Background: an optimization exercise with open tools, aiming at small area. Do not read the settings as production practice. In this exercise RTL edits were held to simulation tests only and were not proved equivalent to the original. Power figures rest on the tool's default switching activity, not on a simulated workload.

==> config.mk <==
export PLATFORM = sky130hd
export DESIGN_NAME = jomen_matcher
export DESIGN_NICKNAME = jomen_matcher
export VERILOG_FILES = /design/flow/design.v
export SDC_FILE = /design/flow/constraint.sdc
export NUM_CORES = 4
export LEC_CHECK = 0
export CAP_MARGIN = 20
export CORE_MARGIN = 2
export CORE_UTILIZATION = 40
export SLEW_MARGIN = 20
==> constraint.sdc <==
create_clock -name core_clock -period 20.0 [get_ports {clk}]
set_input_delay 4.0000 -clock core_clock [delete_from_list [all_inputs] [get_ports {clk}]]
set_output_delay 4.0000 -clock core_clock [all_outputs]
set_load 0.01 [all_outputs]
==> design.v <==
module gf32_mul (
    input  wire [4:0] a,
    input  wire [4:0] b,
    output wire [4:0] p
);
    wire [8:0] full;
    assign full = ({9{b[0]}} & {4'b0, a})
                ^ ({9{b[1]}} & {3'b0, a, 1'b0})
                ^ ({9{b[2]}} & {2'b0, a, 2'b0})
                ^ ({9{b[3]}} & {1'b0, a, 3'b0})
                ^ ({9{b[4]}} & {a, 4'b0});
    assign p[0] = full[0] ^ full[5] ^ full[8];
    assign p[1] = full[1] ^ full[6];
    assign p[2] = full[2] ^ full[5] ^ full[7] ^ full[8];
    assign p[3] = full[3] ^ full[6] ^ full[8];
    assign p[4] = full[4] ^ full[7];
endmodule
module gf32_inv (
    input  wire [4:0] a,
    output reg  [4:0] y
);
    always @(*) begin
        case (a)
            5'd0:  y = 5'd0;
            5'd1:  y = 5'd1;
            5'd2:  y = 5'd18;
            5'd3:  y = 5'd28;
            5'd4:  y = 5'd9;
            5'd5:  y = 5'd23;
            5'd6:  y = 5'd14;
            5'd7:  y = 5'd12;
            5'd8:  y = 5'd22;
            5'd9:  y = 5'd4;
            5'd10: y = 5'd25;
            5'd11: y = 5'd16;
            5'd12: y = 5'd7;
            5'd13: y = 5'd15;
            5'd14: y = 5'd6;
            5'd15: y = 5'd13;
            5'd16: y = 5'd11;
            5'd17: y = 5'd24;
            5'd18: y = 5'd2;
            5'd19: y = 5'd29;
            5'd20: y = 5'd30;
            5'd21: y = 5'd26;
            5'd22: y = 5'd8;
            5'd23: y = 5'd5;
            5'd24: y = 5'd17;
            5'd25: y = 5'd10;
            5'd26: y = 5'd21;
            5'd27: y = 5'd31;
            5'd28: y = 5'd3;
            5'd29: y = 5'd19;
            5'd30: y = 5'd20;
            default: y = 5'd27;
        endcase
    end
endmodule
module bch31_decoder (
    input  wire [4:0]  s1,
    input  wire [4:0]  s3,
    input  wire [4:0]  s5,
    input  wire [1:0]  limit,
    output wire        ok,
    output wire [1:0]  errors,
    output wire [15:0] mask       
);
    function [4:0] pow3;
        input [4:0] x;
        reg [31:0] h;
        begin
            h = 32'd1 << x;
            pow3[0] = |(h & 32'hfcc0566a);
            pow3[1] = |(h & 32'h2d872d78);
            pow3[2] = |(h & 32'hb24de8e8);
            pow3[3] = |(h & 32'h9699333c);
            pow3[4] = |(h & 32'hcaf6a360);
        end
    endfunction
    function [4:0] pow5;
        input [4:0] x;
        reg [31:0] h;
        begin
            h = 32'd1 << x;
            pow5[0] = |(h & 32'h6c6cc936);
            pow5[1] = |(h & 32'h4bee2d88);
            pow5[2] = |(h & 32'ha50f99cc);
            pow5[3] = |(h & 32'hf5c963a0);
            pow5[4] = |(h & 32'h8474b7b8);
        end
    endfunction
    function [4:0] pow19;
        input [4:0] x;
        reg [31:0] h;
        begin
            h = 32'd1 << x;
            pow19[0] = |(h & 32'h6fe15982);
            pow19[1] = |(h & 32'hb5346b8c);
            pow19[2] = |(h & 32'h406d73f4);
            pow19[3] = |(h & 32'h8dbd96c0);
            pow19[4] = |(h & 32'h5e3b2f10);
        end
    endfunction
    function [4:0] pow21;
        input [4:0] x;
        reg [31:0] h;
        begin
            h = 32'd1 << x;
            pow21[0] = |(h & 32'hfa1d90d2);
            pow21[1] = |(h & 32'h28fa9978);
            pow21[2] = |(h & 32'he9b326b0);
            pow21[3] = |(h & 32'h761a2aec);
            pow21[4] = |(h & 32'h396f7884);
        end
    endfunction
    function [10:0] tab_root;
        input [4:0] x;
        reg [31:0] h;
        begin
            h = 32'd1 << x;
            tab_root[0] = |(h & 32'h20100000);
            tab_root[1] = |(h & 32'h20000000);
            tab_root[2] = |(h & 32'h22000000);
            tab_root[3] = |(h & 32'h00400000);
            tab_root[4] = |(h & 32'h20500040);
            tab_root[5] = |(h & 32'h02100040);
            tab_root[6] = |(h & 32'h02400000);
            tab_root[7] = |(h & 32'h20100040);
            tab_root[8] = |(h & 32'h20100000);
            tab_root[9] = |(h & 32'h00000000);
            tab_root[10] = |(h & 32'h22500040);
        end
    endfunction
    localparam [154:0] EXPT = {5'd18, 5'd9, 5'd22, 5'd11, 5'd23, 5'd25, 5'd30, 5'd15, 5'd21, 5'd24, 5'd12, 5'd6, 5'd3, 5'd19, 5'd27, 5'd31, 5'd29, 5'd28, 5'd14, 5'd7, 5'd17, 5'd26, 5'd13, 5'd20, 5'd10, 5'd5, 5'd16, 5'd8, 5'd4, 5'd2, 5'd1};
    wire [4:0] d = pow3(s1) ^ s3;
    wire [4:0] e = pow5(s1) ^ s5;
    wire [4:0] k, y1, y2;
    gf32_mul u_k (.a(e), .b(pow19(d)), .p(k));
    wire [10:0] rt = tab_root(k);
    wire [4:0]  lam = pow21(d);
    gf32_mul u_y1 (.a(lam), .b(rt[9:5]), .p(y1));
    gf32_mul u_y2 (.a(lam), .b(rt[4:0]), .p(y2));
    wire d0  = (d == 5'd0);
    wire e0  = (e == 5'd0);
    wire zs  = (s1 == 5'd0) && (s3 == 5'd0) && (s5 == 5'd0);
    wire [4:0] x1 = d0 ? s1 : (y1 ^ s1);
    wire [4:0] x2 = d0 ? 5'd0 : (y2 ^ s1);
    wire [4:0] x3 = d0 ? 5'd0 : (y1 ^ y2 ^ s1);
    wire x0 = (x1 == 5'd0) | (x2 == 5'd0) | (x3 == 5'd0);
    wire [1:0] nerr = zs ? 2'd0 : d0 ? 2'd1 : x0 ? 2'd2 : 2'd3;
    wire located = zs | (d0 ? e0 : rt[10]);
    assign ok     = located && (nerr <= limit);
    assign errors = nerr;
    genvar i;
    generate
        for (i = 0; i < 16; i = i + 1) begin : g_pos
            localparam [4:0] XI = EXPT[5*(i+15) +: 5];
            assign mask[i] = (x1 == XI) | (x2 == XI) | (x3 == XI);
        end
    endgenerate
endmodule
module jomen_framer (
    input  wire        clk,
    input  wire        rst,
    input  wire        drop,
    input  wire        chip_valid,
    input  wire        chip,
    input  wire [5:0]  cfg_sync,
    input  wire        cfg_sync_tol,
    output wire        sync_found,    
    output wire        word_valid,    
    output wire [15:0] msg,           
    output reg  [4:0]  s1,
    output reg  [4:0]  s3,
    output reg  [4:0]  s5,
    output reg         sync_err       
);
    localparam [2:0] ST_SEARCH = 3'd0,
                     ST_SYNC   = 3'd1,
                     ST_CANDA  = 3'd2,
                     ST_CANDB  = 3'd3,
                     ST_SF     = 3'd4,
                     ST_CODE1  = 3'd5,
                     ST_CODE2  = 3'd6,
                     ST_POST   = 3'd7;
    localparam [5:0] L0 = 6'd1, L15 = 6'd41, L30 = 6'd50, L33 = 6'd18, L39 = 6'd55;
    reg [2:0]  state;
    reg [15:0] hist;         
    reg [5:0]  cnt;
    assign msg = hist;
    assign sync_found = (state == ST_SF);
    assign word_valid = (state == ST_POST) && (cnt == L33);
    wire [5:0] cnt_step = {cnt[4:0], cnt[5] ^ cnt[4]};
    reg [15:0] sync_word;
    always @(*) begin
        sync_word = cfg_sync[5] ? 16'h112D : 16'h111E;
        if (cfg_sync[4]) sync_word = sync_word ^ 16'hFFFF;
        if (cfg_sync[3]) sync_word = sync_word ^ 16'h00FF;
        if (cfg_sync[2]) sync_word = sync_word ^ 16'h0F0F;
        if (cfg_sync[1]) sync_word = sync_word ^ 16'h3333;
        if (cfg_sync[0]) sync_word = sync_word ^ 16'h5555;
    end
    wire [15:0] hist_next = {hist[14:0], chip};
    wire [15:0] diff = hist_next ^ sync_word;
    reg  any_d, two_d;
    integer k;
    always @(*) begin
        any_d = 1'b0;
        two_d = 1'b0;
        for (k = 0; k < 16; k = k + 1) begin
            two_d = two_d | (any_d & diff[k]);
            any_d = any_d | diff[k];
        end
    end
    wire zero_d = ~any_d;
    wire one_d  = any_d & ~two_d;
    wire seen7  = (s1 == 5'd16) | (s1 == 5'd4) | (s1 == 5'd9) | (s1 == 5'd19) |
                  (s1 == 5'd2)  | (s1 == 5'd5) | (s1 == 5'd11) | (s1 == 5'd23) |
                  (s1 == 5'd10) | (s1 == 5'd21);
    wire seen15 = (s1 == 5'd10) | (s1 == 5'd21);
    wire seen16 = (s1 == 5'd21);
    wire go       = chip_valid & ~rst & ~drop;
    wire counting = (state == ST_SEARCH) | (state == ST_SYNC);
    wire in_cand  = (state == ST_CANDA) | (state == ST_CANDB);
    wire in_word  = in_cand | (state == ST_CODE1) | (state == ST_CODE2);
    wire better   = zero_d & sync_err;
    wire cand     = seen15 & (zero_d | (one_d & cfg_sync_tol));
    wire align    = seen7 & (hist_next[7:0] == 8'b10101010);
    wire post_end = (state == ST_POST) & (cnt == L33);
    wire drop_now = rst | (drop & (state != ST_POST));
    wire [4:0] s1_m, s3_m, s5_m;
    gf32_mul u_m1 (.a(s1), .b(5'd2),  .p(s1_m));
    gf32_mul u_m3 (.a(s3), .b(5'd8),  .p(s3_m));
    gf32_mul u_m5 (.a(s5), .b(5'd5),  .p(s5_m));
    wire restart  = go & (((state == ST_SYNC) & cand) | (in_cand & better));
    wire s1_clear = drop_now | post_end | restart |
                    (go & (state == ST_SYNC) & ~cand & (cnt == L39));
    wire s1_step  = go & (counting ? ~seen16 : in_word);
    wire x1       = counting | chip;
    always @(posedge clk) begin
        if (s1_clear)
            s1 <= 5'd0;
        else if (s1_step)
            s1 <= s1_m ^ {4'd0, x1};
        if (restart) begin
            s3 <= 5'd0;
            s5 <= 5'd0;
        end else if (go & in_word) begin
            s3 <= s3_m ^ {4'd0, chip};
            s5 <= s5_m ^ {4'd0, chip};
        end
        if (go && state != ST_CODE2)
            hist <= hist_next;
    end
    always @(posedge clk) begin
        if (drop_now) begin
            state <= ST_SEARCH;
        end else begin
            case (state)
                ST_SEARCH: begin
                    if (chip_valid && align) begin
                        state <= ST_SYNC;
                        cnt   <= L0;
                    end
                end
                ST_SYNC: begin
                    if (chip_valid) begin
                        cnt <= cnt_step;
                        if (cand) begin
                            state    <= ST_CANDA;
                            sync_err <= ~zero_d;
                            cnt      <= L0;
                        end else if (cnt == L39) begin
                            state <= ST_SEARCH;
                        end
                    end
                end
                ST_CANDA, ST_CANDB: begin
                    if (chip_valid) begin
                        state <= (state == ST_CANDA) ? ST_CANDB : ST_SF;
                        if (better) begin
                            sync_err <= 1'b0;
                            cnt      <= L0;
                        end else begin
                            cnt      <= cnt_step;
                        end
                    end
                end
                ST_SF: state <= ST_CODE1;
                ST_CODE1, ST_CODE2: begin
                    if (chip_valid) begin
                        cnt <= cnt_step;
                        if (state == ST_CODE1 && cnt == L15)
                            state <= ST_CODE2;
                        if (cnt == L30)
                            state <= ST_POST;
                    end
                end
                default: begin  
                    cnt <= cnt_step;
                    if (cnt == L33)
                        state <= ST_SEARCH;
                end
            endcase
        end
    end
endmodule
module jomen_matcher (
    input  wire        clk,
    input  wire        rst,           
    input  wire        drop,          
    input  wire        chip_valid,    
    input  wire        chip,
    input  wire [5:0]  cfg_sync,      
    input  wire        cfg_sync_tol,  
    input  wire [1:0]  cfg_correct,   
    output wire        sync_found,
    output wire        word_valid,
    output wire        word_ok,
    output wire [12:0] word_code,
    output wire [2:0]  word_reason,
    output wire [1:0]  word_errors,
    output wire        word_sync_err
);
    wire [15:0] msg;
    wire [4:0]  s1, s3, s5;
    jomen_framer u_framer (
        .clk           (clk),
        .rst           (rst),
        .drop          (drop),
        .chip_valid    (chip_valid),
        .chip          (chip),
        .cfg_sync      (cfg_sync),
        .cfg_sync_tol  (cfg_sync_tol),
        .sync_found    (sync_found),
        .word_valid    (word_valid),
        .msg           (msg),
        .s1            (s1),
        .s3            (s3),
        .s5            (s5),
        .sync_err      (word_sync_err)
    );
    reg  [1:0] limit_q;
    always @(posedge clk)
        if (chip_valid)
            limit_q <= cfg_correct;
    wire [15:0] mask;
    bch31_decoder u_dec (
        .s1     (s1),
        .s3     (s3),
        .s5     (s5),
        .limit  (limit_q),
        .ok     (word_ok),
        .errors (word_errors),
        .mask   (mask)
    );
    wire [15:0] fixed = msg ^ mask;
    assign word_code   = fixed[12:0];
    assign word_reason = fixed[15:13];
endmodule
==> flow/run.sh <==
#!/bin/bash
# Layout flow: the standard ORFS flow, except that synthesis maps the
# logic with an area-oriented ABC script (deep AIG optimisation, then area
# recovery in the mapper) and without Yosys's adder extraction, and port
# buffers use the smallest buffer cell. Everything else (registers, their
# names and cell types, floorplan, power grid, CTS, routing) is the standard
# flow's. Each tool's output goes to a log file in this folder.
set -euo pipefail
W=$PWD
FLOWDIR=$W/flow

# Synthesis script: ORFS's synth.tcl with only the ABC script replaced.
sed -e "s#log_cmd abc {\*}\$abc_args#log_cmd abc {*}[lreplace \$abc_args 1 1 $FLOWDIR/abc_deep.script]#" \
    "$FLOW_HOME/scripts/synth.tcl" > "$W/own_synth.tcl"
grep -q "abc_deep.script" "$W/own_synth.tcl"
sed -e "s#source \$::env(SCRIPTS_DIR)/synth.tcl#source $W/own_synth.tcl#" \
    "$W/synth_recipe.tcl" > "$W/own_synth_recipe.tcl"
grep -q "own_synth.tcl" "$W/own_synth_recipe.tcl"

make -C "$FLOW_HOME" DESIGN_CONFIG="$W/config.mk" WORK_HOME="$W/orfs" CLKGATE_MAP_FILE= \
    SYNTH_SCRIPT="$W/own_synth_recipe.tcl" ADDER_MAP_FILE= synth > "$W/synth.log" 2>&1

# The rest of the standard flow, on that netlist.
bash "$W/standard.sh" BUFFER_PORTS_ARGS="-buffer_cell sky130_fd_sc_hd__buf_1" finish > "$W/layout.log" 2>&1
test -f "$W/out/final.def"
==> flow/abc_deep.script <==
&get -n
&st
&deepsyn -T 60
&dch -f
&nf -R 1000
&put
topo
stime -c
upsize -c
dnsize -c
==> standard.sh <==
#!/bin/bash
# synth_recipe.tcl (not shown) runs the flow's synth.tcl, then flattens the netlist and writes it again
# the make line also repeats each setting of config.mk as NAME=value (left out here)
make -C /OpenROAD-flow-scripts/flow DESIGN_CONFIG=/design/flow/config.mk WORK_HOME=/design/flow/orfs CLKGATE_MAP_FILE= SYNTH_SCRIPT=/design/flow/synth_recipe.tcl "${@:-finish}"
==> metrics.cfg, run 1 <==
[run_status]
run_status = complete, no violations

[setup_path]
critical-path-max-stage-delay_ns = 0.87
worst-endpoint-required_ns = 16.00
worst_r2r_endpoint = u_framer.s1[0]
worstReg2RegStart = u_framer.s1[4]
crit_slowest_cell = sky130_fd_sc_hd__dfxtp_1
worst_setup_path_start_kind = flop
cp-endpoint = word_code[0]
critPathMostFrequentCell = sky130_fd_sc_hd__nand2_1
worst_path_dominant_cell_family = simple AND/OR/NAND/NOR gates
crit_buf_inv = 4
worst-endpoint-arrival_ns = 8.65
reg2reg_depth = 14
worst-path-max-fanout = 21
critical_path.startpoint = u_framer.s1[0]
worst_setup_path_end_kind = primary output
setup.reg_to_reg.worst_slack_ns = 15.37
crit_type = flop to primary output
crit_cells = 38

[final_layout]
area_delta_synth_final_pct = 10.0
fillCellCount = 1208
layout.nets = 710
diodes = 0
post_route_cells_drive_above_1_share_pct = 6.31
final_cell_count_without_fillers = 844

[logic_synthesis]
synth_fp_nets = 666
synth_seq_area_share_pct = 22.5
synth-edff-count = 25
synth_top_area_share_pct = 15.2
post-synth-top-area-cell = sky130_fd_sc_hd__edfxtp_1
cell_types_occupying_the_most_area_after_synthesis = sky130_fd_sc_hd__edfxtp_1 (15%), sky130_fd_sc_hd__xnor2_1 (14%), sky130_fd_sc_hd__xor2_1 (8.2%), sky130_fd_sc_hd__nor2_1 (7.7%), sky130_fd_sc_hd__nand2_1 (7.5%)
post_synth_inst_count = 652
syn_avg_cell_area_um2 = 7.56
share_of_flip_flops_with_an_asynchronous_set_or_reset_pct = 0
ys_ff_latch = 43
syn-cell-area_mm2 = 0.00493
postSynth.topFlopCell = sky130_fd_sc_hd__edfxtp_1
yosys_warnings = 3
yosys.cell_types.count = 73

[grt]
gr-usage-met3_pct = 1.95
grt_usage_pct = 20.2
use_met2_pct = 32.9
first_global_vias = 4413
grt.overflow.total = 0
grt_start_max_net_pins = 26
busiest_layer = met2
met1_layer_usage_reported_by_global_route_pct = 29.0
initial_antenna_violation_count = 0
grt_pass1_wl_mm = 21.9

[power_and_ir_drop]
power.clock.fraction_pct = 41.9
power_frac_seq_pct = 45.7
ir_drop_mv = 0.0374
power_density_mw_per_mm2 = 38.9
cellInternalPower_uw = 164
switchingPower_uw = 47.4
comb_power_share_pct = 12.3
fraction_of_power_spent_switching_nets_pct = 22.5
total_leakage_power_uw = 0.00179

[timing]
final_min_period_over_clock_period_pct = 63.2
tns_ns = 0
timing.final.max_slew_violations = 0
clock_skew_ns = 0.00964
max_freq_mhz = 79.1
number_of_endpoints_with_negative_hold_slack_in_the_final_report = 0
slew_hr_pct = 27.2
setup_violations = 0
worst-slew-pin-transition_ns = 1.08
grt_setup_unrepaired = no
finalWorstSetupSlack_ns = 7.35
fin_crit_ns = 12.65

[clocking]
postCtsResizedCells = 0
post-cts-setup-buffers = 0
cts_sinks = 43
tritoncts = done
cts-hold-fix-buffers = 0
cts_buffers = 5
clk_path_buf_depth = 2
worst_skew_pair.late_latency_ns = 0.28
clk_pin_slew_worst_paths_ns = 0.06
cts_root_buf = sky130_fd_sc_hd__clkbuf_16
clock_tree.htree_level_count = 2

[floorplanning]
design.die.area_mm2 = 0.0132
core_area_mm2 = 0.0120
initial_core_util_pct = 41.0
floorplan.die.height_um = 115
io-pin-count = 36
die_w_um = 115
std_cell_rows = 40

[detailed_routing]
final_wirelength_mm = 13.5
drc = 0
drt-wirelength-per-cell_um = 16.0
route.antenna.remaining_nets = 0
drt_first_iter_violations = 540
vias = 4898
detailedRoute.firstPassIterationCount = 5
routed_vias_inst = 5.80

[min_path]
worstHoldPathType = flop to flop

[placed_design]
gp_congestion = 0.992
place.detailed.instances = 836
io_buffers = 35
preCtsSetupSlack_ns = 7.71
detailed_place_hpwl_mm = 10.8

[flow_run]
max-cap-violations = 0

-- layout make-up --
class                      instances  area [um^2]  share of cell area [%]
multi-input combinational        590         3740                    69.1
sequential                        43         1110                    20.5
tap                              147          184                    3.39
timing repair buffer              37          146                    2.70
clock buffer                       7          133                    2.45
inverter                          19         73.8                    1.36
clock inverter                     1         30.0                   0.554
-- metal layers --
metal  share of wire, %  vias to the layer above  wire [um]
met1                 45                     2270       6100
met2                 46                      195       6260
met5                  0                        -          0
li1                   -                     2407          -
met3                7.0                       26        949
met4                1.5                        0        209
-- synthesized netlist by cell type (3+ instances only) --
library cell	n
sky130_fd_sc_hd__o22ai_1	7
sky130_fd_sc_hd__nand2_1	99
sky130_fd_sc_hd__a31oi_1	7
sky130_fd_sc_hd__a21oi_1	40
sky130_fd_sc_hd__or3b_1	3
sky130_fd_sc_hd__nor2_2	5
sky130_fd_sc_hd__xnor2_2	4
sky130_fd_sc_hd__xnor2_1	76
sky130_fd_sc_hd__o21ai_0	18
sky130_fd_sc_hd__o221ai_1	3
sky130_fd_sc_hd__a22oi_1	6
sky130_fd_sc_hd__nand4_1	10
sky130_fd_sc_hd__nand3_1	21
sky130_fd_sc_hd__xor2_2	5
sky130_fd_sc_hd__o211ai_1	3
sky130_fd_sc_hd__nor2_1	101
sky130_fd_sc_hd__xor2_1	46
sky130_fd_sc_hd__edfxtp_1	25
sky130_fd_sc_hd__or2_0	6
sky130_fd_sc_hd__nor3b_1	3
sky130_fd_sc_hd__a211oi_1	8
sky130_fd_sc_hd__o31ai_1	5
sky130_fd_sc_hd__nand2b_1	9
sky130_fd_sc_hd__mux2i_1	6
sky130_fd_sc_hd__o21ai_1	11
sky130_fd_sc_hd__clkinv_1	14
sky130_fd_sc_hd__nor2b_1	4
sky130_fd_sc_hd__and3_1	3
sky130_fd_sc_hd__dfxtp_1	18
sky130_fd_sc_hd__o32ai_1	4
sky130_fd_sc_hd__a22o_1	8
sky130_fd_sc_hd__or3_1	6
sky130_fd_sc_hd__nor3_1	6
sky130_fd_sc_hd__and2_0	9
sky130_fd_sc_hd__nor4_1	4
-- stage by stage --
step,utilization [%],power (uW),instance area [um^2],hold slack [ns]
final,45.1,211,5420,0.527
after detailed placement,43.8,124,5260,0.514
after global routing,45.1,220,5420,0.550
after CTS,45.1,213,5420,0.530
after floorplan,-,117,4930,0.485
after global placement,43.8,124,5260,0.512
-- sequential cells by signal, summed over array words and instances, names as in the netlist --
register and count:
u_framer.s1 5, u_framer.hist 16, limit_q 2, u_framer.sync_err 1
u_framer.s5 5, u_framer.s3 5, u_framer.cnt 6, u_framer.state 3
-- power groups by stage --
stage | Clock, uW | Sequential [uW] | Combinational (uW)
floorplan | 0 | 97.7 | 18.9
detailed placement | 0 | 98.3 | 25.8
global route | 93.9 | 96.6 | 29.0
global placement | 0 | 98.3 | 25.7
CTS | 90.7 | 96.4 | 26.0
finish | 88.4 | 96.5 | 26.0
-- worst min path at each step --
| stage | depth (start not counted) | end | start |
|---|---|---|---|
| 2_1_floorplan | 1 | u_framer.s3[1] | u_framer.s3[1] |
| 3_3_place_gp | 0 | u_framer.hist[10] | u_framer.hist[9] |
| 3_5_place_dp | 0 | u_framer.hist[10] | u_framer.hist[9] |
| 4_1_cts | 0 | u_framer.hist[10] | u_framer.hist[9] |
| 5_1_grt | 0 | u_framer.hist[8] | u_framer.hist[7] |
| 6_report | 0 | u_framer.hist[10] | u_framer.hist[9] |
-- placed cells by master, fill, tap and decap left out, drive strengths merged, types with 8 or more instances in the layout --
cell / Yosys / final
xor2: 51 / 51
nand4: 12 / 12
o21ai: 30 / 30
buf: 0 / 37
a211oi: 10 / 10
nor2: 107 / 107
nand2b: 11 / 11
a21oi: 41 / 41
nand2: 99 / 99
and2: 9 / 9
nand3: 23 / 23
a31oi: 9 / 9
edfxtp: 25 / 25
a22o: 8 / 8
xnor2: 80 / 80
clkinv: 16 / 16
dfxtp: 18 / 18
o22ai: 8 / 8
-- logic make-up after synthesis --
logic type                Yosys count  share of synthesized area (%)
buffers and inverters              19                           1.50
muxes                               6                           1.22
and+or+nand+nor                   307                           29.9
xor gates and xnor gates          131                           24.6
DFF                                43                           22.5
AOI/OAI and AO/OA                 146                           20.2
==> inputs of run 2 (changes only) <==
==> run.sh (new file) <==
#!/bin/bash
# synth_recipe.tcl (not shown) runs the flow's synth.tcl, then flattens the netlist and writes it again
# the make line also repeats each setting of config.mk as NAME=value (left out here)
make -C /OpenROAD-flow-scripts/flow DESIGN_CONFIG=/design/flow/config.mk WORK_HOME=/design/flow/orfs CLKGATE_MAP_FILE= SYNTH_SCRIPT=/design/flow/synth_recipe.tcl finish
removed: flow/run.sh
removed: flow/abc_deep.script
removed: standard.sh
==> metrics.cfg, run 2 <==
[timing]
fin_crit_ns = 12.64  ; -0.00474 ns
grt_setup_unrepaired = no
final_min_period_over_clock_period_pct = 63.2  ; about the same
timing.final.max_slew_violations = 0  ; unchanged
max_freq_mhz = 79.1  ; about the same
number_of_endpoints_with_negative_hold_slack_in_the_final_report = 0  ; unchanged
setup_violations = 0  ; unchanged
clock_skew_ns = 0.00895  ; -0.000698 ns
slew_hr_pct = 31.5  ; +4.3 points
worst-slew-pin-transition_ns = 1.03  ; -0.0561 ns
tns_ns = 0  ; unchanged

[clocking]
worst_skew_pair.late_latency_ns = 0.28  ; about the same
cts_root_buf = sky130_fd_sc_hd__clkbuf_16
clk_pin_slew_worst_paths_ns = 0.06  ; about the same
cts_buffers = 5  ; unchanged
post-cts-setup-buffers = 0  ; unchanged
cts-hold-fix-buffers = 0  ; unchanged
clock_tree.htree_level_count = 2  ; unchanged
tritoncts = done
postCtsResizedCells = 0  ; unchanged
clk_path_buf_depth = 2  ; unchanged
cts_sinks = 43  ; unchanged

[power_and_ir_drop]
power_density_mw_per_mm2 = 34.4  ; -12%
ir_drop_mv = 0.0731  ; +95%
power_frac_seq_pct = 37.5  ; -8.2 points
power.clock.fraction_pct = 31.9  ; -10 points
comb_power_share_pct = 30.6  ; +18 points
fraction_of_power_spent_switching_nets_pct = 31.9  ; +9.4 points
switchingPower_uw = 81.8  ; +73%
cellInternalPower_uw = 175  ; +7.0%
total_leakage_power_uw = 0.00256  ; +43%

[detailed_routing]
drt_first_iter_violations = 980  ; +81%
final_wirelength_mm = 19.7  ; +46%
vias = 6912  ; +41%
detailedRoute.firstPassIterationCount = 8  ; +3
route.antenna.remaining_nets = 0  ; unchanged
routed_vias_inst = 6.30  ; +8.5%
drt-wirelength-per-cell_um = 17.9  ; +12%
drc = 0  ; unchanged

[placed_design]
place.detailed.instances = 1090  ; +30%
io_buffers = 35  ; unchanged
gp_congestion = 0.992  ; about the same
detailed_place_hpwl_mm = 15.2  ; +41%

[final_layout]
layout_common_cells = sky130_fd_sc_hd__nor2_1 (101), sky130_fd_sc_hd__nand2_1 (63), sky130_fd_sc_hd__xnor2_1 (61)
post_route_cells_drive_above_1_share_pct = 9.34  ; +3.0 points
layout.nets = 896  ; +26%
largest_register_ff_count = 16  ; unchanged
largest_registers = u_framer.hist: 16 flops, u_framer.cnt: 6 flops
final_cell_count_without_fillers = 1098  ; +30%
diodes = 0  ; unchanged
area_delta_synth_final_pct = 8.97
mostFrequentLayoutCell = sky130_fd_sc_hd__nor2_1
biggest_register = u_framer.hist

[floorplanning]
io-pin-count = 36  ; unchanged
design.die.area_mm2 = 0.0182  ; +38%
std_cell_rows = 47  ; +18%
core_area_mm2 = 0.0167  ; +39%
die_w_um = 135  ; +17%
floorplan.die.height_um = 135  ; +17%
initial_core_util_pct = 41.1  ; about the same

[grt]
grt.overflow.total = 0  ; unchanged
grt_start_max_net_pins = 32  ; +23%
grt_pass1_wl_mm = 31.9  ; +45%
first_global_vias = 6186  ; +40%
grt_usage_pct = 21.3  ; +1.1 points
initial_antenna_violation_count = 0  ; unchanged

[setup_path]
worst-path-max-fanout = 25  ; +19%
worstReg2RegStart = u_framer.hist[2]
worst-endpoint-required_ns = 16.00  ; about the same
worst-endpoint-arrival_ns = 8.64  ; about the same
setup.reg_to_reg.worst_slack_ns = 15.38  ; about the same
crit_type = flop to primary output
critical_path.startpoint = u_framer.s1[3]
worst_setup_path_start_kind = flop
worst_setup_path_end_kind = primary output

[min_path]
worstHoldPathType = flop to flop
timing.hold.worst.start = u_framer.s1[4]

[logic_synthesis]
synth.top_cells.by_count = sky130_fd_sc_hd__nor2_1 (101), sky130_fd_sc_hd__nand2_1 (63), sky130_fd_sc_hd__xnor2_1 (61)
postSynth.topFlopCell = sky130_fd_sc_hd__edfxtp_1
cell_types_occupying_the_most_area_after_synthesis = sky130_fd_sc_hd__edfxtp_1 (11%), sky130_fd_sc_hd__xnor2_1 (7.8%), sky130_fd_sc_hd__nor2_1 (5.5%), sky130_fd_sc_hd__dfxtp_1 (5.3%), sky130_fd_sc_hd__a21oi_1 (4.1%)
synth-edff-count = 25  ; unchanged
syn-cell-area_mm2 = 0.00686  ; +39%
synth_seq_area_share_pct = 16.2  ; -6.3 points
yosys_warnings = 3  ; unchanged
yosys.cell_types.count = 103  ; +41%
post_synth_inst_count = 871  ; +34%
ys_ff_latch = 43  ; unchanged
synth.most_common_cell = sky130_fd_sc_hd__nor2_1
share_of_flip_flops_with_an_asynchronous_set_or_reset_pct = 0  ; unchanged
synth_fp_nets = 890  ; +34%
syn_avg_cell_area_um2 = 7.88  ; +4.2%
synth_top_area_share_pct = 10.9  ; -4.3 points
post-synth-top-area-cell = sky130_fd_sc_hd__edfxtp_1

[run_status]
run_status = complete, no violations

[flow_run]
max-cap-violations = 0  ; unchanged

## run 2: cell types whose count changed after synthesis, sizes merged, moves of 14 or more
cell,change
nor3,+29
xor2,-18
inv,+15
xnor2,-14
nand2,-35
a21oi,+18
buf,+22
clkbuf,+26
## run 2: logic make-up (layout without fill, tap and decap cells)
| logic type | after synthesis | in the layout | synth area share [%] |
|---|---|---|---|
| and+or+nand+nor | 345 | 345 | 25.6 |
| muxes | 18 | 18 | 2.85 |
| xor gates and xnor gates | 115 | 115 | 18.9 |
| AOI/OAI and AO/OA | 274 | 274 | 30.4 |
| buffers and inverters | 69 | 76 | 4.85 |
| DFF | 43 | 43 | 16.2 |
| adders and majority gates | 7 | 7 | 1.22 |
## run 2: worst paths after layout
| kind | to | depth (start not counted) |
|---|---|---|
| max reg2reg | u_framer.s3[0] | 18 |
| max | word_ok | 24 |
| min reg2reg | u_framer.s1[4] | 2 |
| min | u_framer.s1[4] | 2 |
## run 2: stage by stage
step                hold WS (ns)  util (%)  worst slack [ns]  power, uW  instance area (um^2)
floorplan                  0.424         -             10.21        154                  6860
global placement           0.498      43.8              7.81        176                  7320
detailed placement         0.504      43.8              7.77        175                  7320
CTS                        0.520      44.8              7.46        258                  7480
global route               0.531      44.8              6.63        271                  7480
finish                     0.517      44.8              7.36        257                  7480
## run 2: final cells by class
cell class	count	area, um^2
inverter	21	78.8
clock inverter	2	15.0
fill	1723	9230
clock buffer	6	139
sequential	43	1110
timing repair buffer	47	440
tap	220	275
multi-input combinational	759	5420
## run 2: routing by layer
layer	wire length, um	track usage [%]
met1	9150	30.6
met2	8890	33.8
met3	1180	1.61
met4	495	6.94
met5	0	0
## run 2: critical path, cell delays in order, from the launching register on
cell	delay (ns)
sky130_fd_sc_hd__dfxtp_1	0.88
sky130_fd_sc_hd__nor2_1	0.20
sky130_fd_sc_hd__a211oi_4	0.32
sky130_fd_sc_hd__xor2_2	0.83
sky130_fd_sc_hd__o21ai_0	0.46
sky130_fd_sc_hd__o221a_2	0.42
sky130_fd_sc_hd__a21oi_2	0.15
sky130_fd_sc_hd__xnor3_2	0.41
sky130_fd_sc_hd__xor2_2	0.75
sky130_fd_sc_hd__inv_2	0.14
sky130_fd_sc_hd__or4_4	0.63
sky130_fd_sc_hd__o21ai_0	0.19
sky130_fd_sc_hd__o2111a_1	0.26
sky130_fd_sc_hd__nand2_1	0.08
sky130_fd_sc_hd__xnor3_2	0.47
sky130_fd_sc_hd__mux2i_2	0.36
sky130_fd_sc_hd__nor2b_1	0.34
sky130_fd_sc_hd__a31oi_1	0.19
sky130_fd_sc_hd__o21ai_1	0.16
sky130_fd_sc_hd__ha_1	0.16
sky130_fd_sc_hd__inv_1	0.04
sky130_fd_sc_hd__a21oi_1	0.11
sky130_fd_sc_hd__a21oi_1	0.06
sky130_fd_sc_hd__nor2_1	0.17
sky130_fd_sc_hd__clkdlybuf4s50_1	0.57
## run 2: power groups by stage
| stage | Combinational (uW) | Sequential, uW | Clock, uW |
|---|---|---|---|
| after floorplan | 56.6 | 97.5 | 0 |
| after CTS | 77.5 | 96.4 | 84.3 |
| after detailed placement | 77.1 | 98.3 | 0 |
| final | 78.6 | 96.4 | 81.8 |
| after global routing | 86.5 | 96.6 | 88.1 |
| after global placement | 77.5 | 98.3 | 0 |
==> inputs of run 3 (changes only) <==
--- a/design.v
+++ b/design.v
@@ -58,4 +58,7 @@
 endmodule
 module bch31_decoder (
+    input  wire        clk,
+    input  wire        sel_a,      
+    input  wire        sel_b,      
     input  wire [4:0]  s1,
     input  wire [4:0]  s3,
@@ -135,18 +138,18 @@
     wire [4:0] d = pow3(s1) ^ s3;
     wire [4:0] e = pow5(s1) ^ s5;
-    wire [4:0] k, y1, y2;
+    wire [4:0] k, y;
     gf32_mul u_k (.a(e), .b(pow19(d)), .p(k));
     wire [10:0] rt = tab_root(k);
-    wire [4:0]  lam = pow21(d);
-    gf32_mul u_y1 (.a(lam), .b(rt[9:5]), .p(y1));
-    gf32_mul u_y2 (.a(lam), .b(rt[4:0]), .p(y2));
+    wire [4:0]  v  = sel_a ? rt[9:5] : sel_b ? rt[4:0] : (rt[9:5] ^ rt[4:0]);
+    gf32_mul u_y (.a(pow21(d)), .b(v), .p(y));
     wire d0  = (d == 5'd0);
     wire e0  = (e == 5'd0);
     wire zs  = (s1 == 5'd0) && (s3 == 5'd0) && (s5 == 5'd0);
-    wire [4:0] x1 = d0 ? s1 : (y1 ^ s1);
-    wire [4:0] x2 = d0 ? 5'd0 : (y2 ^ s1);
-    wire [4:0] x3 = d0 ? 5'd0 : (y1 ^ y2 ^ s1);
-    wire x0 = (x1 == 5'd0) | (x2 == 5'd0) | (x3 == 5'd0);
-    wire [1:0] nerr = zs ? 2'd0 : d0 ? 2'd1 : x0 ? 2'd2 : 2'd3;
+    wire [4:0] x  = d0 ? (sel_a ? s1 : 5'd0) : (y ^ s1);
+    wire       xz = (x == 5'd0);
+    reg xz_q;
+    always @(posedge clk)
+        xz_q <= (sel_a & xz) | (sel_b & (xz_q | xz)) | (~sel_a & ~sel_b & xz_q);
+    wire [1:0] nerr = zs ? 2'd0 : d0 ? 2'd1 : (xz_q | xz) ? 2'd2 : 2'd3;
     wire located = zs | (d0 ? e0 : rt[10]);
     assign ok     = located && (nerr <= limit);
@@ -156,5 +159,5 @@
         for (i = 0; i < 16; i = i + 1) begin : g_pos
             localparam [4:0] XI = EXPT[5*(i+15) +: 5];
-            assign mask[i] = (x1 == XI) | (x2 == XI) | (x3 == XI);
+            assign mask[i] = (x == XI);
         end
     endgenerate
@@ -168,4 +171,5 @@
     input  wire [5:0]  cfg_sync,
     input  wire        cfg_sync_tol,
+    input  wire [15:0] corr,          
     output wire        sync_found,    
     output wire        word_valid,    
@@ -174,5 +178,7 @@
     output reg  [4:0]  s3,
     output reg  [4:0]  s5,
-    output reg         sync_err       
+    output reg         sync_err,      
+    output wire        post_a,        
+    output wire        post_b         
 );
     localparam [2:0] ST_SEARCH = 3'd0,
@@ -184,5 +190,6 @@
                      ST_CODE2  = 3'd6,
                      ST_POST   = 3'd7;
-    localparam [5:0] L0 = 6'd1, L15 = 6'd41, L30 = 6'd50, L33 = 6'd18, L39 = 6'd55;
+    localparam [5:0] L0 = 6'd1, L15 = 6'd41, L30 = 6'd50, L31 = 6'd36, L32 = 6'd9,
+                     L33 = 6'd18, L39 = 6'd55;
     reg [2:0]  state;
     reg [15:0] hist;         
@@ -191,4 +198,6 @@
     assign sync_found = (state == ST_SF);
     assign word_valid = (state == ST_POST) && (cnt == L33);
+    assign post_a     = (state == ST_POST) && (cnt == L31);
+    assign post_b     = (state == ST_POST) && (cnt == L32);
     wire [5:0] cnt_step = {cnt[4:0], cnt[5] ^ cnt[4]};
     reg [15:0] sync_word;
@@ -252,4 +261,6 @@
         if (go && state != ST_CODE2)
             hist <= hist_next;
+        else if (post_a | post_b)
+            hist <= hist ^ corr;
     end
     always @(posedge clk) begin
@@ -325,4 +336,6 @@
     wire [15:0] msg;
     wire [4:0]  s1, s3, s5;
+    wire [15:0] corr;
+    wire        post_a, post_b;
     jomen_framer u_framer (
         .clk           (clk),
@@ -333,4 +346,5 @@
         .cfg_sync      (cfg_sync),
         .cfg_sync_tol  (cfg_sync_tol),
+        .corr          (corr),
         .sync_found    (sync_found),
         .word_valid    (word_valid),
@@ -339,5 +353,7 @@
         .s3            (s3),
         .s5            (s5),
-        .sync_err      (word_sync_err)
+        .sync_err      (word_sync_err),
+        .post_a        (post_a),
+        .post_b        (post_b)
     );
     reg  [1:0] limit_q;
@@ -345,6 +361,8 @@
         if (chip_valid)
             limit_q <= cfg_correct;
-    wire [15:0] mask;
     bch31_decoder u_dec (
+        .clk    (clk),
+        .sel_a  (post_a),
+        .sel_b  (post_b),
         .s1     (s1),
         .s3     (s3),
@@ -353,7 +371,7 @@
         .ok     (word_ok),
         .errors (word_errors),
-        .mask   (mask)
+        .mask   (corr)
     );
-    wire [15:0] fixed = msg ^ mask;
+    wire [15:0] fixed = msg ^ corr;
     assign word_code   = fixed[12:0];
     assign word_reason = fixed[15:13];
==> flow/run.sh (new file) <==
#!/bin/bash
# Layout flow: the standard ORFS flow, except that synthesis maps the
# logic with an area-oriented ABC script (deep AIG optimisation, then area
# recovery in the mapper) and without Yosys's adder extraction, and port
# buffers use the smallest buffer cell. Everything else (registers, their
# names and cell types, floorplan, power grid, CTS, routing) is the standard
# flow's. Each tool's output goes to a log file in this folder.
set -euo pipefail
W=$PWD
FLOWDIR=$W/flow

# Synthesis script: ORFS's synth.tcl with only the ABC script replaced.
sed -e "s#log_cmd abc {\*}\$abc_args#log_cmd abc {*}[lreplace \$abc_args 1 1 $FLOWDIR/abc_deep.script]#" \
    "$FLOW_HOME/scripts/synth.tcl" > "$W/own_synth.tcl"
grep -q "abc_deep.script" "$W/own_synth.tcl"
sed -e "s#source \$::env(SCRIPTS_DIR)/synth.tcl#source $W/own_synth.tcl#" \
    "$W/synth_recipe.tcl" > "$W/own_synth_recipe.tcl"
grep -q "own_synth.tcl" "$W/own_synth_recipe.tcl"

make -C "$FLOW_HOME" DESIGN_CONFIG="$W/config.mk" WORK_HOME="$W/orfs" CLKGATE_MAP_FILE= \
    SYNTH_SCRIPT="$W/own_synth_recipe.tcl" ADDER_MAP_FILE= synth > "$W/synth.log" 2>&1

# The rest of the standard flow, on that netlist.
bash "$W/standard.sh" BUFFER_PORTS_ARGS="-buffer_cell sky130_fd_sc_hd__buf_1" \
    CTS_ARGS="-sink_clustering_enable -repair_clock_nets -dont_use_dummy_load -buf_list sky130_fd_sc_hd__clkbuf_8 -root_buf sky130_fd_sc_hd__clkbuf_8" finish > "$W/layout.log" 2>&1
test -f "$W/out/final.def"
==> flow/abc_deep.script (new file) <==
&get -n
&st
&deepsyn -J 100 -T 900
&dch -f
&nf -R 1000
&put
topo
stime -c
upsize -c
dnsize -c
==> standard.sh (new file) <==
#!/bin/bash
# synth_recipe.tcl (not shown) runs the flow's synth.tcl, then flattens the netlist and writes it again
# the make line also repeats each setting of config.mk as NAME=value (left out here)
make -C /OpenROAD-flow-scripts/flow DESIGN_CONFIG=/design/flow/config.mk WORK_HOME=/design/flow/orfs CLKGATE_MAP_FILE= SYNTH_SCRIPT=/design/flow/synth_recipe.tcl "${@:-finish}"
removed: run.sh
==> metrics.cfg, run 3 <==
[floorplanning]
initial_core_util_pct = 40.6  ; -0.45 points
floorplan.die.height_um = 114  ; -16%
die_w_um = 114  ; -16%
std_cell_rows = 40  ; -15%
core_area_mm2 = 0.0119  ; -29%
design.die.area_mm2 = 0.0129  ; -29%
io-pin-count = 36  ; unchanged

[final_layout]
layout_common_cells = sky130_fd_sc_hd__nor2_1 (90), sky130_fd_sc_hd__nand2_1 (90), sky130_fd_sc_hd__xnor2_1 (72)
area_delta_synth_final_pct = 8.23
diodes = 0  ; unchanged
largest_register_ff_count = 16  ; unchanged
largest_registers = u_framer.hist: 16 flops, u_framer.cnt: 6 flops
fillCellCount = 1196  ; -31%
post_route_cells_drive_above_1_share_pct = 12.5  ; +3.1 points
biggest_register = u_framer.hist
layout.nets = 658  ; -27%

[timing]
max_freq_mhz = 87.1  ; +10%
number_of_endpoints_with_negative_hold_slack_in_the_final_report = 0  ; unchanged
clock_skew_ns = 0.0256  ; +0.0166 ns
grt_setup_unrepaired = no
timing.final.max_slew_violations = 0  ; unchanged
final_min_period_over_clock_period_pct = 57.4  ; -5.8 points
fin_crit_ns = 11.49  ; -1.16 ns
slew_hr_pct = 45.8  ; +14 points
worst-slew-pin-transition_ns = 0.813  ; -0.214 ns
setup_violations = 0  ; unchanged
tns_ns = 0  ; unchanged

[clocking]
clock_tree.htree_level_count = 2  ; unchanged
cts_buffers = 5  ; unchanged
cts-hold-fix-buffers = 0  ; unchanged
cts_root_buf = sky130_fd_sc_hd__clkbuf_8
postCtsResizedCells = 0  ; unchanged
clk_pin_slew_worst_paths_ns = 0.09  ; +0.03 ns
clk_path_buf_depth = 2  ; unchanged
post-cts-setup-buffers = 0  ; unchanged
cts_sinks = 44  ; +2.3%
tritoncts = done
worst_skew_pair.late_latency_ns = 0.30  ; +0.02 ns

[logic_synthesis]
postSynth.topFlopCell = sky130_fd_sc_hd__edfxtp_1
post-synth-top-area-cell = sky130_fd_sc_hd__edfxtp_1
share_of_flip_flops_with_an_asynchronous_set_or_reset_pct = 0  ; unchanged
synth.top_cells.by_count = sky130_fd_sc_hd__nand2_1 (90), sky130_fd_sc_hd__nor2_1 (90), sky130_fd_sc_hd__xnor2_1 (72)
cell_types_occupying_the_most_area_after_synthesis = sky130_fd_sc_hd__edfxtp_1 (16%), sky130_fd_sc_hd__xnor2_1 (13%), sky130_fd_sc_hd__dfxtp_1 (7.9%), sky130_fd_sc_hd__nand2_1 (7.0%), sky130_fd_sc_hd__nor2_1 (7.0%)
syn-cell-area_mm2 = 0.00482  ; -30%
post_synth_inst_count = 600  ; -31%
yosys_warnings = 3  ; unchanged
synth-edff-count = 25  ; unchanged
yosys.cell_types.count = 78  ; -24%
synth_seq_area_share_pct = 23.5  ; +7.3 points
syn_avg_cell_area_um2 = 8.03  ; +2.0%
synth_fp_nets = 614  ; -31%
synth_top_area_share_pct = 15.6  ; +4.6 points
ys_ff_latch = 44  ; +2.3%

[setup_path]
worst_setup_path_end_kind = primary output
crit_slowest_cell = sky130_fd_sc_hd__dfxtp_1
worst-endpoint-required_ns = 16.00  ; about the same
critPathMostFrequentCell = sky130_fd_sc_hd__nor2_1
worst-endpoint-arrival_ns = 7.49  ; -1.15 ns
worst-path-max-fanout = 21  ; -16%
worst_setup_path_start_kind = flop
critical-path-max-stage-delay_ns = 0.81  ; -0.07 ns
crit_type = flop to primary output

[placed_design]
detailed_place_hpwl_mm = 9.60  ; -37%
gp_congestion = 0.961  ; -3.2%
io_buffers = 35  ; unchanged

[grt]
grt_pass1_wl_mm = 19.9  ; -38%
grt_start_max_net_pins = 24  ; -25%
grt.overflow.total = 0  ; unchanged
initial_antenna_violation_count = 0  ; unchanged
first_global_vias = 3997  ; -35%
grt_usage_pct = 18.9  ; -2.4 points

[detailed_routing]
routed_vias_inst = 5.58  ; -11%
final_wirelength_mm = 12.2  ; -38%
drt-wirelength-per-cell_um = 15.4  ; -14%
drt_first_iter_violations = 276  ; -72%
detailedRoute.firstPassIterationCount = 5  ; -3
vias = 4401  ; -36%
route.antenna.remaining_nets = 0  ; unchanged
drc = 0  ; unchanged

[power_and_ir_drop]
design_power_total_uw = 423  ; +65%
ir_drop_mv = 0.0406  ; -44%
total_leakage_power_uw = 0.00173  ; -32%
power_density_mw_per_mm2 = 81.1  ; +140%

[flow_run]
max-cap-violations = 0  ; unchanged

[min_path]
worstHoldPathType = flop to flop

[run_status]
run_status = complete, no violations

[run 3: cell types whose count changed in the layout (fill, tap and decap cells not counted), moves of 12 or more]
cell | previous run | this run
sky130_fd_sc_hd__a21oi_1 | 56 | 32
sky130_fd_sc_hd__nor3_1 | 35 | 13
sky130_fd_sc_hd__o21ai_0 | 31 | 19
sky130_fd_sc_hd__buf_1 | 0 | 35
sky130_fd_sc_hd__nand2_1 | 63 | 90
sky130_fd_sc_hd__clkdlybuf4s50_1 | 35 | 0
sky130_fd_sc_hd__a211oi_1 | 20 | 4
sky130_fd_sc_hd__nor2_2 | 2 | 14
sky130_fd_sc_hd__nand3_1 | 26 | 14
sky130_fd_sc_hd__inv_1 | 16 | 1
[run 3: layout make-up]
cell class	instances	area, um^2	share of cell area (%)
multi-input combinational	544	3640	69.8
timing repair buffer	37	144	2.76
tap	147	184	3.53
sequential	44	1130	21.7
clock buffer	5	68.8	1.32
inverter	12	45.0	0.864
[run 3: metal layers]
metal / routed length (um) / up-vias / global-route usage (%)
met2: 5510 / 123 / 29.9
met4: 139 / 0 / 4.63
met1: 5890 / 2089 / 27.9
li1: - / 2180 / -
met5: 0 / - / 0
met3: 609 / 9 / 1.86
[run 3: final timing paths]
check	startpoint	to	slack, ns	depth (start not counted)
worst max-delay path	u_framer.s1[3]	word_ok	8.51	38
worst min-delay path	u_dec.xz_q	u_dec.xz_q	0.48	2
worst max register to register	u_framer.s1[3]	u_framer.hist[2]	12.71	34
worst min register to register	u_dec.xz_q	u_dec.xz_q	0.48	2
[run 3: cell families after synthesis]
family / Yosys count / share of synthesized area (%)
buffers and inverters: 12 / 0.935
AO/OA/AOI/OAI: 122 / 18.4
AND/OR/NAND/NOR: 280 / 27.5
XOR/XNOR: 124 / 25.5
multiplexers: 18 / 4.15
flip-flops: 44 / 23.5
[run 3: worst max-delay path: cells and delay by family, from the launching register on]
family / cells / cell delay [ns]
XOR/XNOR: 8 / 1.77
AO/OA/AOI/OAI: 10 / 1.91
flip-flops: 1 / 0.81
AND/OR/NAND/NOR: 18 / 2.43
buffers and inverters: 2 / 0.25
[run 3: where the power goes]
part           total (uW)  internal [uW]  switching [uW]
combinational         266           96.4             170
sequential            105            101            4.44
clock                51.4           22.6            28.8
[run 3: stage by stage]
stage	util [%]	hold WS [ns]	cells	cell area, um^2	worst slack (ns)
4_1_cts	43.9	0.476	788	5210	8.56
3_3_place_gp	43.3	0.452	783	5140	9.04
5_1_grt	44.0	0.504	789	5220	7.74
2_1_floorplan	-	0.426	600	4820	9.91
6_report	44.0	0.479	789	5220	8.51
3_5_place_dp	43.3	0.449	783	5140	8.94
==> inputs of run 4 (changes only) <==
--- a/flow/run.sh
+++ b/flow/run.sh
@@ -22,5 +22,4 @@
 
 # The rest of the standard flow, on that netlist.
-bash "$W/standard.sh" BUFFER_PORTS_ARGS="-buffer_cell sky130_fd_sc_hd__buf_1" \
-    CTS_ARGS="-sink_clustering_enable -repair_clock_nets -dont_use_dummy_load -buf_list sky130_fd_sc_hd__clkbuf_8 -root_buf sky130_fd_sc_hd__clkbuf_8" finish > "$W/layout.log" 2>&1
+bash "$W/standard.sh" BUFFER_PORTS_ARGS="-buffer_cell sky130_fd_sc_hd__buf_1" finish > "$W/layout.log" 2>&1
 test -f "$W/out/final.def"
==> flow/abc_deep.script (replaced) <==
&get -n
&st
&deepsyn -T 60
&dch -f
&nf -R 1000
&put
topo
stime -c
upsize -c
dnsize -c
==> metrics.cfg, run 4 <==
[run_status]
run_status = complete, no violations

[power_and_ir_drop]
design_power_total_uw = 216  ; -49%
total_leakage_power_uw = 0.00187  ; +8.3%
power_density_mw_per_mm2 = 40.5  ; -50%
ir_drop_mv = 0.0336  ; -17%

[final_layout]
fillCellCount = 1198  ; +0.17%
biggest_register = u_framer.hist
diodes = 0  ; unchanged
area_delta_synth_final_pct = 9.47
largest_registers = u_framer.hist: 16 flops, u_framer.cnt: 6 flops
layout_common_cells = sky130_fd_sc_hd__nor2_1 (99), sky130_fd_sc_hd__nand2_1 (85), sky130_fd_sc_hd__xnor2_1 (67)
largest_register_ff_count = 16  ; unchanged
area_used_by_multi_input_combinational_logic_mm2 = 0.00368  ; +1.0%
layout.area.seq_mm2 = 0.00113  ; unchanged
layout.nets = 682  ; +3.6%
mostFrequentLayoutCell = sky130_fd_sc_hd__nor2_1
post_route_cells_drive_above_1_share_pct = 12.6  ; +0.095 points

[clocking]
tritoncts = done
clk_path_buf_depth = 2  ; unchanged
worst_skew_pair.late_latency_ns = 0.29  ; about the same
postCtsResizedCells = 0  ; unchanged
cts_buffers = 5  ; unchanged
cts_root_buf = sky130_fd_sc_hd__clkbuf_16
clk_pin_slew_worst_paths_ns = 0.06  ; -0.03 ns
clock_tree.htree_level_count = 2  ; unchanged
cts-hold-fix-buffers = 0  ; unchanged
post-cts-setup-buffers = 0  ; unchanged
cts_sinks = 44  ; unchanged

[floorplanning]
die_w_um = 114  ; +0.56%
io-pin-count = 36  ; unchanged
core_area_mm2 = 0.0120  ; +0.84%
design.die.area_mm2 = 0.0131  ; +1.1%
initial_core_util_pct = 40.8  ; +0.13 points
std_cell_rows = 40  ; unchanged
floorplan.die.height_um = 114  ; +0.56%

[setup_path]
worst_setup_path_end_kind = primary output
worst_setup_path_start_kind = flop
setup.reg_to_reg.worst_slack_ns = 12.64  ; -0.07 ns
critPathMostFrequentCell = sky130_fd_sc_hd__nand2_1
critical-path-max-stage-delay_ns = 0.79  ; -0.02 ns
reg2reg_depth = 34  ; unchanged
worst-endpoint-arrival_ns = 7.49  ; about the same
crit_slowest_cell = sky130_fd_sc_hd__dfxtp_1
crit_type = flop to primary output
worst_r2r_endpoint = u_framer.hist[7]
worst-path-max-fanout = 20  ; -4.8%
worstReg2RegStart = u_framer.s1[3]
worst-endpoint-required_ns = 16.00  ; about the same

[detailed_routing]
drt_first_iter_violations = 380  ; +38%
route.antenna.remaining_nets = 0  ; unchanged
drc = 0  ; unchanged
drt-wirelength-per-cell_um = 16.1  ; +4.5%
final_wirelength_mm = 13.1  ; +8.1%
routed_vias_inst = 5.67  ; +1.6%
detailedRoute.firstPassIterationCount = 5  ; unchanged
vias = 4625  ; +5.1%

[placed_design]
gp_congestion = 1.00  ; +4.6%
detailed_place_hpwl_mm = 10.6  ; +10%
io_buffers = 35  ; unchanged
preCtsSetupSlack_ns = 8.65  ; -0.286 ns

[logic_synthesis]
syn_avg_cell_area_um2 = 7.80  ; -2.9%
synth.mux.area_fraction_pct = 4.34  ; +0.18 points
synth_adder_area_share_pct = 0  ; unchanged
synth_seq_area_share_pct = 23.2  ; -0.27 points
synth_xor_area_share_pct = 24.1  ; -1.4 points
syn-cell-area_mm2 = 0.00487  ; +1.2%
synth_top_family_by_area = simple AND/OR/NAND/NOR gates
synth_top_area_share_pct = 15.4  ; -0.18 points
yosys_warnings = 3  ; unchanged
synth.most_common_cell = sky130_fd_sc_hd__nor2_1
cell_types_occupying_the_most_area_after_synthesis = sky130_fd_sc_hd__edfxtp_1 (15%), sky130_fd_sc_hd__xnor2_1 (12%), sky130_fd_sc_hd__dfxtp_1 (7.8%), sky130_fd_sc_hd__xor2_1 (7.7%), sky130_fd_sc_hd__nor2_1 (7.6%)
post_synth_inst_count = 625  ; +4.2%
synth-compound-area-share_pct = 15.0  ; -3.4 points
postSynth.topFlopCell = sky130_fd_sc_hd__edfxtp_1
share_of_flip_flops_with_an_asynchronous_set_or_reset_pct = 0  ; unchanged
synth-edff-count = 25  ; unchanged
yosys.cell_types.count = 75  ; -3.8%
synth-simple-area-share_pct = 32.0  ; +4.5 points
post-synth-top-area-cell = sky130_fd_sc_hd__edfxtp_1
ys_ff_latch = 44  ; unchanged
synth.top_cells.by_count = sky130_fd_sc_hd__nor2_1 (99), sky130_fd_sc_hd__nand2_1 (85), sky130_fd_sc_hd__xnor2_1 (67)
synth_fp_nets = 639  ; +4.1%

[timing]
finalWorstSetupSlack_ns = 8.51  ; -0.00893 ns
fin_crit_ns = 11.49  ; +0.00893 ns
slew_hr_pct = 45.0  ; -0.78 points
number_of_endpoints_with_negative_hold_slack_in_the_final_report = 0  ; unchanged
grt_setup_unrepaired = no
clock_skew_ns = 0.00779  ; -0.0178 ns
tns_ns = 0  ; unchanged
max_freq_mhz = 87.0  ; about the same
setup_violations = 0  ; unchanged
timing.hold.ws_ns = 0.514  ; +0.0349 ns
final_min_period_over_clock_period_pct = 57.5  ; about the same
timing.final.max_slew_violations = 0  ; unchanged
worst-slew-pin-transition_ns = 0.824  ; +0.0116 ns

[grt]
initial_antenna_violation_count = 0  ; unchanged
grt_start_max_net_pins = 22  ; -8.3%
grt.overflow.total = 0  ; unchanged
first_global_vias = 4359  ; +9.1%
grt_pass1_wl_mm = 21.6  ; +8.6%
grt_usage_pct = 20.4  ; +1.5 points

[min_path]
worstHoldPathType = flop to flop
min_to = u_dec.xz_q
timing.hold.worst.start = u_dec.xz_q
min_delay_path_depth = 1  ; -1

[flow_run]
max-cap-violations = 0  ; unchanged

run 4: cell types whose count changed after synthesis, moves of 5 or more:
| cell | delta |
|---|---|
| sky130_fd_sc_hd__a21oi_1 | -9 |
| sky130_fd_sc_hd__nand2_1 | -5 |
| sky130_fd_sc_hd__nand3_1 | +8 |
| sky130_fd_sc_hd__nor2_1 | +9 |
| sky130_fd_sc_hd__nor2_2 | -8 |
| sky130_fd_sc_hd__o21ai_0 | +14 |
| sky130_fd_sc_hd__xnor2_1 | -5 |
| sky130_fd_sc_hd__xnor2_2 | -5 |
| sky130_fd_sc_hd__xor2_1 | +10 |
run 4: worst max-delay path, delay by kind of cell (launching register included):
kind	cells	cell delay, ns
muxes	1	0.26
AOI/OAI and AO/OA	12	1.99
and+or+nand+nor	16	2.91
DFF	1	0.79
xor gates and xnor gates	5	0.96
buffers and inverters	2	0.29
run 4: worst max path at each step:
stage,startpoint,end
after global routing,u_framer.s1[1],word_ok
after CTS,cfg_sync[4],word_valid
after detailed placement,cfg_sync[4],word_valid
final,u_framer.s1[3],word_ok
after global placement,cfg_sync[4],word_valid
after floorplan,cfg_sync[4],word_valid
run 4: per-stage QoR:
stage               utilization [%]  cell area (um^2)  instances
finish                         44.6              5340        816
global route                   44.6              5340        816
CTS                            44.6              5340        816
detailed placement             43.5              5200        808
global placement               43.5              5200        808
floorplan                         -              4870        625
run 4: cells by family (layout without fill, tap and decap cells):
family | Yosys count | in the layout
and+or+nand+nor | 311 | 311
xor gates and xnor gates | 123 | 123
AOI/OAI and AO/OA | 111 | 111
DFF | 44 | 44
muxes | 19 | 19
buffers and inverters | 17 | 61
run 4: routing by layer:
metal  up-vias  wire [um]  GRT usage (%)
li1       2262          -              -
met2       199       6240           34.3
met3        34        673           2.86
met1      2130       5860           26.6
met5         -          0              0
met4         0        372           7.48
run 4: cell type report:
type	instances	area share (%)
clock buffer	5	2.34
clock inverter	3	0.258
inverter	17	1.20
multi-input combinational	564	69.0
sequential	44	21.2
tap	147	3.45
timing repair buffer	36	2.60
run 4: power breakdown:
part	switching [uW]	internal (uW)
combinational	22.9	14.8
sequential	2.07	96.9
clock	34.2	45.4

afterwards: timing with drivers on the ports:
No port has a modelled driver above. Below, the same layouts with a new extraction and two added sets of constraints.
Step 1 sets driving cells, clkbuf_16 on the clock port and buf_2 on the other inputs (assumed; they add their load-dependent delay and slew).
Step 2 adds t to the input delays and takes it off the output delays; t is the mean of the earliest and latest rising clock arrival at the registers after step 1. Input paths then give back, and output paths get back, about the clock's delay inside the block.
a / b / c = ideal ports / drivers / drivers and shift; a / b = the first two.
run | t, ns | setup slack, ns | worst setup path at the end | worst data-port slew with drivers (ns) | pins driven straight from the clock port
run 1 | 0.307 | 7.351 / 7.316 / 7.623 | register to output | 0.04 | 1
run 2 | 0.310 | 7.355 / 7.323 / 7.633 | register to output | 0.03 | 1
run 3 | 0.320 | 8.515 / 8.483 / 8.803 | register to output | 0.03 | 1
run 4 | 0.321 | 8.506 / 8.467 / 8.564 | input to output | 0.03 | 1
After both steps every run listed still meets setup and hold.
